This is an optimization exercise on Yosys and OpenROAD, whose aim is small area, a short achievable clock period and few clock cycles, not a production implementation.
Function was checked by simulation only, so behaviour that the tests miss may differ from the original.
Power figures rest on the tool's default switching activity, not on a simulated workload.

File: config.mk
export PLATFORM = sky130hd
export DESIGN_NAME = ledger_cvt
export DESIGN_NICKNAME = ledger_cvt
export VERILOG_FILES = /design/flow/design.v
export SDC_FILE = /design/flow/constraint.sdc
export NUM_CORES = 4
export LEC_CHECK = 0
export CAP_MARGIN = 20
export CORE_MARGIN = 2
export CORE_UTILIZATION = 50
export PLACE_DENSITY = 0.7
export SLEW_MARGIN = 20
File: constraint.sdc
create_clock -name core_clock -period 35.0 [get_ports {clk}]
set_input_delay 7.0000 -clock core_clock [delete_from_list [all_inputs] [get_ports {clk}]]
set_output_delay 7.0000 -clock core_clock [all_outputs]
set_load 0.01 [all_outputs]
File: design.v
module ledger_cvt_core (
    input  wire [127:0] word,
    input  wire [9:0]   eref,
    input  wire [1:0]   fmt,
    output wire [24:0]  win,       
    output wire         sticky,    
    output wire         neg,
    output wire [7:0]   be,        
    output wire         be_ovf,    
    output wire         be_top,    
    output wire         is_nan,
    output wire         is_sat,
    output wire         is_zero
);
    assign neg = word[127];
    wire [126:0] d = word[126:0] ^ word[127:1];
    wire [6:0] p;
    wire [6:0] tz;
    lzc128 u_lz (.v({1'b0, d}), .pos(p));
    tzc128 u_tz (.v(word), .pos(tz));
    wire run = ~|d[125:1];
    assign is_nan  = run & d[126] & ~d[0] & neg;
    assign is_sat  = run & d[126] & (d[0] ^ ~neg);
    assign is_zero = run & ~d[126] & ~d[0] & ~neg;
    wire fp16 = (fmt == 2'd2);
    wire signed [11:0] se   = {{2{eref[9]}}, eref};
    wire signed [11:0] s    = (fp16 ? 12'sd82 : -12'sd30) - se;
    wire signed [11:0] pe   = {5'd0, p};
    wire               sub  = s > pe;
    wire signed [11:0] bex  = pe + se + (fp16 ? -12'sd81 : 12'sd31);
    wire signed [11:0] bmax = fp16 ? 12'sd30 : 12'sd254;
    assign be     = sub ? 8'd1 : bex[7:0];
    assign be_ovf = bex > bmax;
    assign be_top = bex == bmax;
    wire [7:0] kk = !sub ? {1'b0, p} : (s > 12'sd151) ? 8'd151 : s[7:0];
    wire [150:0] we = {word[126:0], 24'd0};
    rshift_win u_sh (.v(we), .fill(neg), .k(kk), .win(win));
    assign sticky = ({1'b0, tz} + 8'd24) < kk;
endmodule
module ledger_cvt_pack (
    input  wire [24:0]  win,
    input  wire         sticky,
    input  wire         neg,
    input  wire [7:0]   be,
    input  wire         be_ovf,
    input  wire         be_top,
    input  wire         is_nan,
    input  wire         is_sat,
    input  wire         is_zero,
    input  wire [1:0]   fmt,
    input  wire [1:0]   mode,
    input  wire         flush,
    output reg  [31:0]  bits,
    output reg          range
);
    reg st, wr;
    reg [23:0] low;    
    always @(*) begin
        case (fmt)
            2'd1:    begin st = sticky | (|win[15:0]); wr = win[16]; low = 24'h00FFFF; end
            2'd2:    begin st = sticky | (|win[12:0]); wr = win[13]; low = 24'h001FFF; end
            default: begin st = sticky;                wr = win[0];  low = 24'h000000; end
        endcase
    end
    wire [23:0] kx   = win[24:1] ^ {24{neg}};    
    wire        xr   = wr ^ neg;                 
    wire        c    = neg & ~st;                
    wire        rbit = xr ^ c;
    reg         lsb;
    always @(*) begin
        case (fmt)
            2'd1:    lsb = kx[16];
            2'd2:    lsb = kx[13];
            default: lsb = kx[0];
        endcase
    end
    reg up;
    always @(*) begin
        case (mode)
            2'd1:    up = 1'b0;
            2'd2:    up = ~neg & (rbit | st);
            2'd3:    up = neg & (rbit | st);
            default: up = rbit & (st | lsb);
        endcase
    end
    wire inc = (xr & c) | up;
    wire [24:0] n = {1'b0, kx | low} + {24'd0, inc};
    wire cy = n[24];
    wire h  = n[23] | cy;
    wire to_inf = (mode == 2'd0) || (mode == 2'd2 && !neg) || (mode == 2'd3 && neg);
    wire [22:0] mant = (cy || (!h && flush)) ? 23'd0 : n[22:0];
    wire [7:0]  ex   = h ? (be + {7'd0, cy}) : 8'd0;
    wire        ovf  = be_ovf | (be_top & cy);
    always @(*) begin
        range = 1'b0;
        bits  = 32'd0;
        case (fmt)
            2'd1: begin
                if (is_nan)       bits = 32'h7FC0;
                else if (is_sat)  begin bits = {16'd0, neg, 15'h7F80}; range = 1'b1; end
                else if (is_zero) bits = 32'd0;
                else if (ovf)     begin bits = {16'd0, neg, to_inf ? 15'h7F80 : 15'h7F7F}; range = 1'b1; end
                else              bits = {16'd0, neg, ex, mant[22:16]};
            end
            2'd2: begin
                if (is_nan)       bits = 32'h7E00;
                else if (is_sat)  begin bits = {16'd0, neg, 15'h7C00}; range = 1'b1; end
                else if (is_zero) bits = 32'd0;
                else if (ovf)     begin bits = {16'd0, neg, to_inf ? 15'h7C00 : 15'h7BFF}; range = 1'b1; end
                else              bits = {16'd0, neg, ex[4:0], mant[22:13]};
            end
            default: begin
                if (is_nan)       bits = 32'h7FC0_0000;
                else if (is_sat)  begin bits = {neg, 31'h7F80_0000}; range = 1'b1; end
                else if (is_zero) bits = 32'd0;
                else if (ovf)     begin bits = {neg, to_inf ? 31'h7F80_0000 : 31'h7F7F_FFFF}; range = 1'b1; end
                else              bits = {neg, ex, mant};
            end
        endcase
    end
endmodule
module rshift_win (
    input  wire [150:0] v,
    input  wire         fill,
    input  wire [7:0]   k,
    output wire [24:0]  win
);
    wire [151:0] t7;
    wire [87:0]  t6;
    wire [55:0]  t5;
    wire [39:0]  t4;
    wire [31:0]  t3;
    wire [27:0]  t2;
    wire [25:0]  t1;
    genvar j;
    generate
        for (j = 0; j < 152; j = j + 1) begin : s7
            if (j + 128 <= 150) assign t7[j] = k[7] ? v[j + 128] : v[j];
            else if (j < 48)    assign t7[j] = k[7] ? fill : v[j];
            else if (j <= 150)  assign t7[j] = v[j];
            else                assign t7[j] = fill;
        end
        for (j = 0; j < 88; j = j + 1) begin : s6
            assign t6[j] = k[6] ? t7[j + 64] : t7[j];
        end
        for (j = 0; j < 56; j = j + 1) begin : s5
            assign t5[j] = k[5] ? t6[j + 32] : t6[j];
        end
        for (j = 0; j < 40; j = j + 1) begin : s4
            assign t4[j] = k[4] ? t5[j + 16] : t5[j];
        end
        for (j = 0; j < 32; j = j + 1) begin : s3
            assign t3[j] = k[3] ? t4[j + 8] : t4[j];
        end
        for (j = 0; j < 28; j = j + 1) begin : s2
            assign t2[j] = k[2] ? t3[j + 4] : t3[j];
        end
        for (j = 0; j < 26; j = j + 1) begin : s1
            assign t1[j] = k[1] ? t2[j + 2] : t2[j];
        end
        for (j = 0; j < 25; j = j + 1) begin : s0
            assign win[j] = k[0] ? t1[j + 1] : t1[j];
        end
    endgenerate
endmodule
module lzc128 (
    input  wire [127:0] v,
    output wire [6:0]   pos
);
    wire [63:0] a1; wire [63:0]  p1;
    wire [31:0] a2; wire [63:0]  p2;
    wire [15:0] a3; wire [47:0]  p3;
    wire [7:0]  a4; wire [31:0]  p4;
    wire [3:0]  a5; wire [19:0]  p5;
    wire [1:0]  a6; wire [11:0]  p6;
    genvar i;
    generate
        for (i = 0; i < 64; i = i + 1) begin : l1
            assign a1[i] = v[2*i+1] | v[2*i];
            assign p1[i] = v[2*i+1];
        end
        for (i = 0; i < 32; i = i + 1) begin : l2
            assign a2[i] = a1[2*i+1] | a1[2*i];
            assign p2[2*i+1:2*i] = a1[2*i+1] ? {1'b1, p1[2*i+1]} : {1'b0, p1[2*i]};
        end
        for (i = 0; i < 16; i = i + 1) begin : l3
            assign a3[i] = a2[2*i+1] | a2[2*i];
            assign p3[3*i+2:3*i] = a2[2*i+1] ? {1'b1, p2[4*i+3:4*i+2]} : {1'b0, p2[4*i+1:4*i]};
        end
        for (i = 0; i < 8; i = i + 1) begin : l4
            assign a4[i] = a3[2*i+1] | a3[2*i];
            assign p4[4*i+3:4*i] = a3[2*i+1] ? {1'b1, p3[6*i+5:6*i+3]} : {1'b0, p3[6*i+2:6*i]};
        end
        for (i = 0; i < 4; i = i + 1) begin : l5
            assign a5[i] = a4[2*i+1] | a4[2*i];
            assign p5[5*i+4:5*i] = a4[2*i+1] ? {1'b1, p4[8*i+7:8*i+4]} : {1'b0, p4[8*i+3:8*i]};
        end
        for (i = 0; i < 2; i = i + 1) begin : l6
            assign a6[i] = a5[2*i+1] | a5[2*i];
            assign p6[6*i+5:6*i] = a5[2*i+1] ? {1'b1, p5[10*i+9:10*i+5]} : {1'b0, p5[10*i+4:10*i]};
        end
    endgenerate
    assign pos = a6[1] ? {1'b1, p6[11:6]} : {1'b0, p6[5:0]};
endmodule
module tzc128 (
    input  wire [127:0] v,
    output wire [6:0]   pos
);
    wire [127:0] r;
    genvar i;
    generate
        for (i = 0; i < 128; i = i + 1) begin : rv
            assign r[i] = v[127 - i];
        end
    endgenerate
    wire [6:0] q;
    lzc128 u (.v(r), .pos(q));
    assign pos = ~q;
endmodule
module ledger_cvt (
    input  wire         clk,
    input  wire         rst,
    input  wire         in_valid,
    output wire         in_ready,
    input  wire [127:0] in_word,
    input  wire [9:0]   in_eref,
    input  wire [1:0]   in_fmt,      
    input  wire [1:0]   in_mode,     
    input  wire         in_flush,    
    output reg          out_valid,
    output reg  [31:0]  out_bits,
    output reg          out_range
);
    assign in_ready = 1'b1;
    reg         v0;
    reg [127:0] word0;
    reg [9:0]   eref0;
    reg [1:0]   fmt0, mode0;
    reg         flush0;
    always @(posedge clk) begin
        v0     <= rst ? 1'b0 : in_valid;
        word0  <= in_word;
        eref0  <= in_eref;
        fmt0   <= in_fmt;
        mode0  <= in_mode;
        flush0 <= in_flush;
    end
    wire [24:0] win;
    wire        sticky, neg, be_ovf, be_top, is_nan, is_sat, is_zero;
    wire [7:0]  be;
    ledger_cvt_core core (
        .word(word0), .eref(eref0), .fmt(fmt0),
        .win(win), .sticky(sticky), .neg(neg), .be(be), .be_ovf(be_ovf), .be_top(be_top),
        .is_nan(is_nan), .is_sat(is_sat), .is_zero(is_zero));
    reg         v1;
    reg [24:0]  win1;
    reg         sticky1, neg1, be_ovf1, be_top1, nan1, sat1, zero1;
    reg [7:0]   be1;
    reg [1:0]   fmt1, mode1;
    reg         flush1;
    always @(posedge clk) begin
        v1      <= rst ? 1'b0 : v0;
        win1    <= win;
        sticky1 <= sticky;
        neg1    <= neg;
        be1     <= be;
        be_ovf1 <= be_ovf;
        be_top1 <= be_top;
        nan1    <= is_nan;
        sat1    <= is_sat;
        zero1   <= is_zero;
        fmt1    <= fmt0;
        mode1   <= mode0;
        flush1  <= flush0;
    end
    wire [31:0] bits;
    wire        range;
    ledger_cvt_pack pack (
        .win(win1), .sticky(sticky1), .neg(neg1), .be(be1), .be_ovf(be_ovf1), .be_top(be_top1),
        .is_nan(nan1), .is_sat(sat1), .is_zero(zero1), .fmt(fmt1), .mode(mode1), .flush(flush1),
        .bits(bits), .range(range));
    always @(posedge clk) begin
        out_valid <= rst ? 1'b0 : v1;
        out_bits  <= bits;
        out_range <= range;
    end
endmodule
File: flow/run.sh
#!/bin/bash
# The standard layout (standard.sh) with three changes:
#  - synthesis maps the logic with an area-oriented ABC script (flow/synth.tcl);
#  - ports are buffered with buf_1 instead of the default buffer cell;
#  - (no timing margin)
set -euo pipefail
export MY_WORK_DIR=$(pwd)
export MY_FLOW_DIR=$(pwd)/flow
bash standard.sh "SYNTH_SCRIPT=$MY_FLOW_DIR/synth.tcl" \
  "BUFFER_PORTS_ARGS=-buffer_cell sky130_fd_sc_hd__buf_1" \
  finish > flow_make.log 2>&1
File: flow/area.abc
strash; dch -f; amap; topo; stime -c; buffer -c; upsize -c; dnsize -c
File: flow/synth.tcl
# synth_recipe.tcl (the standard synthesis) with one change: ABC maps the
# logic with flow/area.abc, an area-oriented script (amap, then buffering
# and sizing), instead of ORFS's script.  Registers are mapped before ABC
# runs, so their cells and names are the standard synthesis's.
proc abc {args} {
  set i [lsearch -exact $args -script]
  if {$i >= 0} { lset args [expr {$i + 1}] $::env(MY_FLOW_DIR)/area.abc }
  yosys abc {*}$args
}
source $::env(MY_WORK_DIR)/synth_recipe.tcl
File: standard.sh
#!/bin/bash
# synth_recipe.tcl (not shown) runs the flow's synth.tcl, then flattens the netlist and writes it again
# the make line also repeats each setting of config.mk as NAME=value (left out here)
make -C /OpenROAD-flow-scripts/flow DESIGN_CONFIG=/design/flow/config.mk WORK_HOME=/design/flow/orfs CLKGATE_MAP_FILE= SYNTH_SCRIPT=/design/flow/synth_recipe.tcl "${@:-finish}"
==> run summary, run 1 <==
status=timing/DRC/antenna clean; Place WS=around 26000 ps; first-pass GRT wire length=85.1 mm; htree depth=1; Crit-path slowest cell=nor3_4; Post-Route WL=57.6 mm; Syn-to-layout area delta=11.4%; Synth Warn #=2; core footprint=approximately 30000 um^2; share of cells above drive strength 1=0.0608; Tcrit/Tclk final=0.265; Worst path max stage delay=roughly 780 ps; Post-Synthesis Cells=between 2k and 2.5k; Tmin final=approximately 9300 ps; clock buffer count from CTS=25; post-synth top area share=0.297; Max Cap Viol=0; I/O pin count=between 150 and 200; initial core utilization=0.508; Horiz. Die Dim=178 um; largest net degree at the start of global routing=72; predominant post-synthesis flop cell=dfxtp_1; maximum VDD drop=just under 0.04 mV; DIE AREA=roughly 32000 um^2; most frequent cell after synthesis=inv_1; GP Congestion=approximately 1.1; Mapped Avg Cell Area=between 7 and 8 um^2; Final Max Slew Viols=0; Highest Clock Rate=between 100 and 150 MHz; First-pass DRT Iterations=7; initial antenna violation count=0; # diodes=0; clk buf depth=3; setup ws final=25720 ps; GRT Util Overall=0.356; unrepaired setup endpoints after global routing=no; DRC errors left=0; Final HPWL DP=46.7 mm; power per cell area=roughly 57 nW/um^2; number of synthesized flops with an enable pin=0; crit path capture type=flop; Vias=approximately 16k; Fin Clk Skew=around 14 ps; Slew @ Worst Pin=952 ps; Post-Syn Area=about 15000 um^2; final-report setup violation count=0; Synth area leader=dfxtp_1; Critical Path Fanout Max=between 70 and 80; die height=178 um; Clk Latency, worst-skew pair=about 560 ps; Synth async-reset ratio=0; Hold Violations, Final=0; Clock Sinks=around 220; register area share after synthesis=0.297; P_leak=0.00696 uW; register bit total from synthesis=approximately 220; Crit Path Category=flop to flop; WL per Instance=between 20 and 25 um; Relative slew margins=0.363; TNS Setup=0 ps; Root Driver=clkbuf_16; Worst Path Arrival=roughly 10000 ps; final layout net count=about 2.4k; Synth top cells by count=277 x inv_1, 237 x nor2_1, 224 x dfxtp_1, 186 x o22ai_1, 118 x nand2_1; total global routing overflow=0; # resized after CTS=0; Detailed Route Iter0 Violations=2154; DP Cell Count=around 2.5k; vias per inst=approximately 6.3; Reg clk slew, reported paths=around 60 ps; leading post-synthesis cells by cell area=dfxtp_1 30%, ha_1 9.3%, o22ai_1 7.7%, inv_1 6.9%, o22a_1 6.6%; Worst EP required=35450 ps; number of distinct library cells after synthesis=75; port buffer count=179; CTS tree=yes; Hold-fix buffers, CTS=0; number of post-CTS setup repair buffers=0; cell row count=63; Syn Nets=about 2.3k; Startpoint Class=flop; ANT nets after route=0; vias in the first global route=around 14k; Post-Layout Cell Count=approximately 2.6k; HP Class=flop to flop; most used cell, CP=o22a_1
-- flip-flops by register name (all words and copies together) (netlist names), 2 cells and up --
signal and flops:
word0 128, out_bits 32, win1 25, eref0 10, be1 8, fmt0 2, fmt1 2, mode0 2
mode1 2
-- path summary, 6_finish.rpt --
kind,from,to,slack (ps),cells after the start
max,word0[46],win1[16],25720,30
min,mode0[1],mode1[1],330,0
max reg2reg,word0[46],win1[16],25720,30
min reg2reg,mode0[1],mode1[1],330,0
-- through the flow --
step                      cell area [um^2]  utilization  hold slack (ps)  power (uW)
after floorplan                      15100            -              310         590
after global placement               16000        0.539              314         691
after detailed placement             16000        0.539              315         694
after CTS                            16800        0.566              328         947
after global routing                 16800        0.566              334        1010
final                                16800        0.566              326         956
-- per-layer routing --
layer | GRT usage | share of wire | up-vias
li1 | - | - | 7626
met5 | 0 | 0 | -
met1 | 0.502 | 0.44 | 7426
met3 | 0.0741 | 0.11 | 137
met4 | 0.136 | 0.044 | 0
met2 | 0.531 | 0.41 | 864
-- layout by cell type, fill, tap and decap left out, types with 5 or more instances in the layout --
cell type and n:
dfxtp_1 224, a22oi_1 27, buf_1 179, nand3_1 24, a221oi_1 20, a21oi_1 107, clkbuf_16 25, ha_1 112
inv_1 277, o211ai_1 13, or3_1 14, clkinv_2 6, a31oi_1 34, inv_2 22, o21ai_0 76, o221ai_1 32
nor4_1 20, nand4_1 10, o22a_1 114, or4_1 6, o31ai_1 6, o21bai_1 11, o221a_2 9, and3_1 6
nand2_1 118, o22ai_1 183, or2_1 5, nor3_1 47, buf_4 14, o21a_1 26, nor2_1 237, a211oi_1 10
or2_2 13, o21ai_1 13, o32ai_1 7, nand2b_1 26, nor2b_1 13
-- kinds of logic (layout without fill, tap and decap cells) --
logic type | Yosys count | count (layout) | synth area share
adders and majority gates | 113 | 113 | 0.0942
and+or+nand+nor | 568 | 568 | 0.177
xor gates and xnor gates | 1 | 1 | 0.000580
DFF | 224 | 224 | 0.297
other | 1 | 1 | 0.000248
buffers and inverters | 381 | 538 | 0.0983
AOI/OAI and AO/OA | 725 | 725 | 0.333
-- report_power, final --
part / internal [uW] / switching, uW / leakage [uW]
logic: 142 / 246 / 0.00469
registers: 292 / 26.0 / 0.00188
clock network: 141 / 110 / 0.000385
-- worst max-delay path: cells and delay by family, from the launching register on --
kind,cells,cell delay (ps)
simple gates,11,3070
buf+inv,6,1790
fa+ha+maj,2,660
compound gates,11,3080
flops,1,470
-- cell type report --
type | instances | area (um^2)
timing repair buffer | 193 | 777
inverter | 301 | 1130
clock inverter | 14 | 106
tap | 390 | 488
clock buffer | 30 | 684
fill | 2807 | 12900
multi-input combinational | 1408 | 9150
sequential | 224 | 4480
Testbench counts, summed over its fixed seeds: cycles 16,024.
==> run 2: changes to the inputs <==
--- a/design.v
+++ b/design.v
@@ -15,9 +15,7 @@
     assign neg = word[127];
     wire [126:0] d = word[126:0] ^ word[127:1];
     wire [6:0] p;
-    wire [6:0] tz;
     lzc128 u_lz (.v({1'b0, d}), .pos(p));
-    tzc128 u_tz (.v(word), .pos(tz));
     wire run = ~|d[125:1];
     assign is_nan  = run & d[126] & ~d[0] & neg;
     assign is_sat  = run & d[126] & (d[0] ^ ~neg);
@@ -34,8 +32,7 @@
     assign be_top = bex == bmax;
     wire [7:0] kk = !sub ? {1'b0, p} : (s > 12'sd151) ? 8'd151 : s[7:0];
     wire [150:0] we = {word[126:0], 24'd0};
-    rshift_win u_sh (.v(we), .fill(neg), .k(kk), .win(win));
-    assign sticky = ({1'b0, tz} + 8'd24) < kk;
+    rshift_win u_sh (.v(we), .fill(neg), .k(kk), .win(win), .lost(sticky));
 endmodule
 module ledger_cvt_pack (
     input  wire [24:0]  win,
@@ -123,7 +120,8 @@
     input  wire [150:0] v,
     input  wire         fill,
     input  wire [7:0]   k,
-    output wire [24:0]  win
+    output wire [24:0]  win,
+    output wire         lost      
 );
     wire [151:0] t7;
     wire [87:0]  t6;
@@ -162,6 +160,9 @@
             assign win[j] = k[0] ? t1[j + 1] : t1[j];
         end
     endgenerate
+    assign lost = (k[7] & (|v[127:0])) | (k[6] & (|t7[63:0])) | (k[5] & (|t6[31:0])) |
+                  (k[4] & (|t5[15:0])) | (k[3] & (|t4[7:0])) | (k[2] & (|t3[3:0])) |
+                  (k[1] & (|t2[1:0])) | (k[0] & t1[0]);
 endmodule
 module lzc128 (
     input  wire [127:0] v,
@@ -201,21 +202,6 @@
         end
     endgenerate
     assign pos = a6[1] ? {1'b1, p6[11:6]} : {1'b0, p6[5:0]};
-endmodule
-module tzc128 (
-    input  wire [127:0] v,
-    output wire [6:0]   pos
-);
-    wire [127:0] r;
-    genvar i;
-    generate
-        for (i = 0; i < 128; i = i + 1) begin : rv
-            assign r[i] = v[127 - i];
-        end
-    endgenerate
-    wire [6:0] q;
-    lzc128 u (.v(r), .pos(q));
-    assign pos = ~q;
 endmodule
 module ledger_cvt (
     input  wire         clk,
==> flow/run.sh (replaced) <==
#!/bin/bash
# The standard layout (standard.sh) with three changes:
#  - synthesis maps the logic with an area-oriented ABC script (flow/synth.tcl);
#  - ports are buffered with buf_1 instead of the default buffer cell;
#  - timing repair aims at an 8 ns period (setup margin 27 ns on the 35 ns
#    clock).  The constraints themselves are unchanged.
set -euo pipefail
export MY_WORK_DIR=$(pwd)
export MY_FLOW_DIR=$(pwd)/flow
bash standard.sh "SYNTH_SCRIPT=$MY_FLOW_DIR/synth.tcl" \
  "BUFFER_PORTS_ARGS=-buffer_cell sky130_fd_sc_hd__buf_1" \
  "SETUP_SLACK_MARGIN=27" finish > flow_make.log 2>&1
==> run 2 against run 1 <==
  * Area after synthesis decreased by 8.0%
  * Sequential power about the same
  * Synthesized cell count decreased by 10%
  * Final area decreased by 5.2%
  * Critical path depth decreased by 29
  * Wire length decreased by 1.2%
  * Critical path type is now flop to output port
  * Largest power group unchanged
==> run summary, run 2 <==
Relative slew margins=0.377 (was 0.363); Syn Nets=2045 (was 2272); R2R depth=31 (was 30); Post-Synthesis Cells=1812 (was 2013); worst hold start=mode0[1] (unchanged); Crit-path slowest cell=dfxtp_2 (was nor3_4); clock buffer count from CTS=24 (was 25); core footprint=27100 um^2 (was 29700 um^2); Top Registers=word0: 128 flops, out_bits: 32 flops, win1: 25 flops (unchanged); Largest register FFs=128 (unchanged); Startpoint Class=flop (unchanged); R2R Setup Slk=27180 ps (was 25720 ps); final layout net count=2191 (was 2412); HP Class=flop to flop (unchanged); fillcell total=2485 (was 2807); initial core utilization=0.512 (was 0.508); First-pass DRT Iterations=6 (was 7); commonest non-fill, non-tap cell in the layout=nor2_1 (was inv_1); Worst path max stage delay=320 ps (was 780 ps); Syn-to-layout area delta=14.9% (was 11.4%); most frequent cell after synthesis=nor2_1 (was inv_1); maximum VDD drop=0.0406 mV (was 0.0394 mV); Reg clk slew, reported paths=60 ps (about the same); leading post-synthesis cells by cell area=dfxtp_1 32%, o22ai_1 9.1%, o22a_1 8.6%, ha_1 7.8%, nor2_1 7.1% (was dfxtp_1 30%, ha_1 9.3%, o22ai_1 7.7%, inv_1 6.9%, o22a_1 6.6%); delay-heaviest family, CP=flip-flops (was compound AO/OA/AOI/OAI gates); GRT Util Overall=0.375 (was 0.356); RR Endpoint=sticky1 (was win1[16]); port buffer count=179 (unchanged); setup ws final=27020 ps (was 25720 ps); Synth top cells by count=261 x nor2_1, 224 x dfxtp_1, 216 x inv_1, 203 x o22ai_1, 136 x o22a_1 (was 277 x inv_1, 237 x nor2_1, 224 x dfxtp_1, 186 x o22ai_1, 118 x nand2_1); Tmin final=7980 ps (was 9280 ps); # diodes=0 (unchanged); Synth async-reset ratio=0 (unchanged); ANT nets after route=0 (unchanged); I/O pin count=181 (unchanged); number of distinct library cells after synthesis=75 (unchanged); Hold Violations, Final=0 (unchanged); total global routing overflow=0 (unchanged); RR Startpoint=word0[123] (was word0[46]); final-report setup violation count=0 (unchanged); cell row count=60 (was 63); hold-critical path depth=0 (unchanged); CP bufs+invs=1 (was 6); largest register by flop count=word0 (unchanged); vias in the first global route=13.9k (was 14.4k); post-synth top area share=0.323 (was 0.297); clk buf depth=3 (unchanged); Root Driver=clkbuf_16 (unchanged); vias per inst=6.47 (was 6.27); TNS Setup=0 ps (unchanged); Critical Path Fanout Max=1 (was 71); number of synthesized flops with an enable pin=0 (unchanged); predominant post-synthesis flop cell=dfxtp_1 (unchanged); Worst Path Arrival=980 ps (was 9730 ps); register area share after synthesis=0.323 (was 0.297); Hold-fix buffers, CTS=0 (unchanged); Final Max Slew Viols=0 (unchanged); Place WS=25860 ps (was 26130 ps); GP Congestion=1.14 (was 1.09); Horiz. Die Dim=171 um (was 178 um); Hold Crit Endpoint=mode1[1] (unchanged); unrepaired setup endpoints after global routing=yes (was no); largest net degree at the start of global routing=68 (was 72); Highest Clock Rate=125 MHz (was 108 MHz); Post-Syn Area=13900 um^2 (was 15100 um^2); die height=171 um (was 178 um); share of cells above drive strength 1=0.0865 (was 0.0608); Hold Slack=318 ps (was 326 ps); Synth area leader=dfxtp_1 (unchanged); Worst EP required=28000 ps (was 35450 ps); Mapped Avg Cell Area=7.66 um^2 (was 7.50 um^2); DRC errors left=0 (unchanged); Final Cell Area=16000 um^2 (was 16800 um^2); Synth Warn #=2 (unchanged); Detailed Route Iter0 Violations=2376 (was 2154); Post-Route WL=56.9 mm (was 57.6 mm); most frequent cells in the layout=261 x nor2_1, 216 x dfxtp_1, 214 x inv_1, 198 x o22ai_1, 145 x buf_1 (was 277 x inv_1, 237 x nor2_1, 224 x dfxtp_1, 183 x o22ai_1, 179 x buf_1); Crit Path Category=flop to output port (was flop to flop); CP cell instances=buf_2; DIE AREA=29100 um^2 (was 31600 um^2); crit path capture type=output port (was flop); Clock Sinks=224 (unchanged); htree depth=1 (unchanged); Fin Clk Skew=10.4 ps (was 13.7 ps); placed cell area=14800 um^2 (was 16000 um^2); power per cell area=64.0 nW/um^2 (was 56.9 nW/um^2); WL per Instance=24.2 um (was 22.5 um); Vias=15.2k (was 16.1k); register bit total from synthesis=224 (unchanged); status=timing/DRC/antenna clean (unchanged); Final HPWL DP=44.8 mm (was 46.7 mm); first-pass GRT wire length=82.5 mm (was 85.1 mm); P_leak=0.00657 uW (was 0.00696 uW); Tcrit/Tclk final=0.228 (was 0.265); Max Cap Viol=0 (unchanged); initial antenna violation count=2 (was 0); Slew @ Worst Pin=932 ps (was 952 ps); Clk Latency, worst-skew pair=540 ps (was 560 ps); CTS tree=yes (unchanged)
==> run 2: worst max-delay path by stage <==
stage                        end    startpoint  slack, ps  cells past startpoint
floorplan            out_bits[0]   out_bits[0]      27670                      0
global placement         win1[2]    word0[112]      25890                     35
detailed placement       sticky1    word0[112]      25860                     34
CTS                 out_bits[31]  out_bits[31]      27000                      1
global route             sticky1    word0[110]      26880                     34
finish               out_bits[0]   out_bits[0]      27020                      1
==> run 2: logic make-up after synthesis <==
group | count (synthesis) | synth area share
simple gates | 515 | 0.176
flops | 224 | 0.323
fa+ha+maj | 87 | 0.0790
other cells | 1 | 0.000270
buf+inv | 314 | 0.0876
compound gates | 671 | 0.334
==> run 2: per-layer routing <==
metal,vias up,track usage,routed length [um]
met1,7087,0.506,23300
li1,7003,-,-
met3,162,0.112,7230
met2,927,0.568,23900
met5,-,0,13
met4,2,0.133,2430
==> run 2: per-stage QoR <==
step                std cells  total power [uW]  utilization
floorplan                1812               607            -
global placement         2296               724        0.547
detailed placement       2296               723        0.547
CTS                      2343               993        0.582
global route             2348              1060        0.589
finish                   2348              1020        0.589
==> run 2: timing repair <==
action,in CTS,in global routing
resized for setup,27,55
endpoints found under the setup margin,34,67
gates cloned,0,2
buffers inserted,3,2
pin swaps,1,3
==> run 2: cell type report <==
class,instances,area [um^2],share of cell area
Sequential cell,224,4490,0.282
Clock inverter,10,126,0.00792
Multi-Input combinational cell,1274,8350,0.523
Timing Repair Buffer,200,937,0.0587
Tap cell,372,465,0.0292
Clock buffer,34,699,0.0438
Inverter,234,881,0.0552
==> run 2: power by group <==
group	switching [uW]	internal [uW]	leakage [uW]	total, uW
Clock	109	156	0.000399	264
Combinational	279	162	0.00429	440
Sequential	24.3	291	0.00188	315
Testbench counts of run 2, summed over its fixed seeds: cycles 16,024.

what the ideal ports hide:
How much do the figures lean on ideal ports? The routed layouts below were timed once more, with nothing changed but the port constraints. Step 1 assumes that a clkbuf_16 drives the clock port and a buf_2 every other input. Step 2 also shifts input and output timing later by t, the mid clock arrival at the registers, as if the neighbouring blocks saw the same clock. Three values: ideal ports, drivers, drivers and shift; two values: the first two.
run	t (ns)	setup WS [ns]	hold slack, ns	latest minus earliest clock arrival (ns)	slew at the worst register clock pin (ns)
run 1	0.611	25.715 / 25.715 / 25.715	0.326 / 0.326 / 0.326	0.014 / 0.014	0.07 / 0.07
run 2	0.586	27.017 / 26.965 / 27.181	0.318 / 0.318 / 0.318	0.011 / 0.012	0.07 / 0.07
After both steps setup and hold are still met in every run listed.
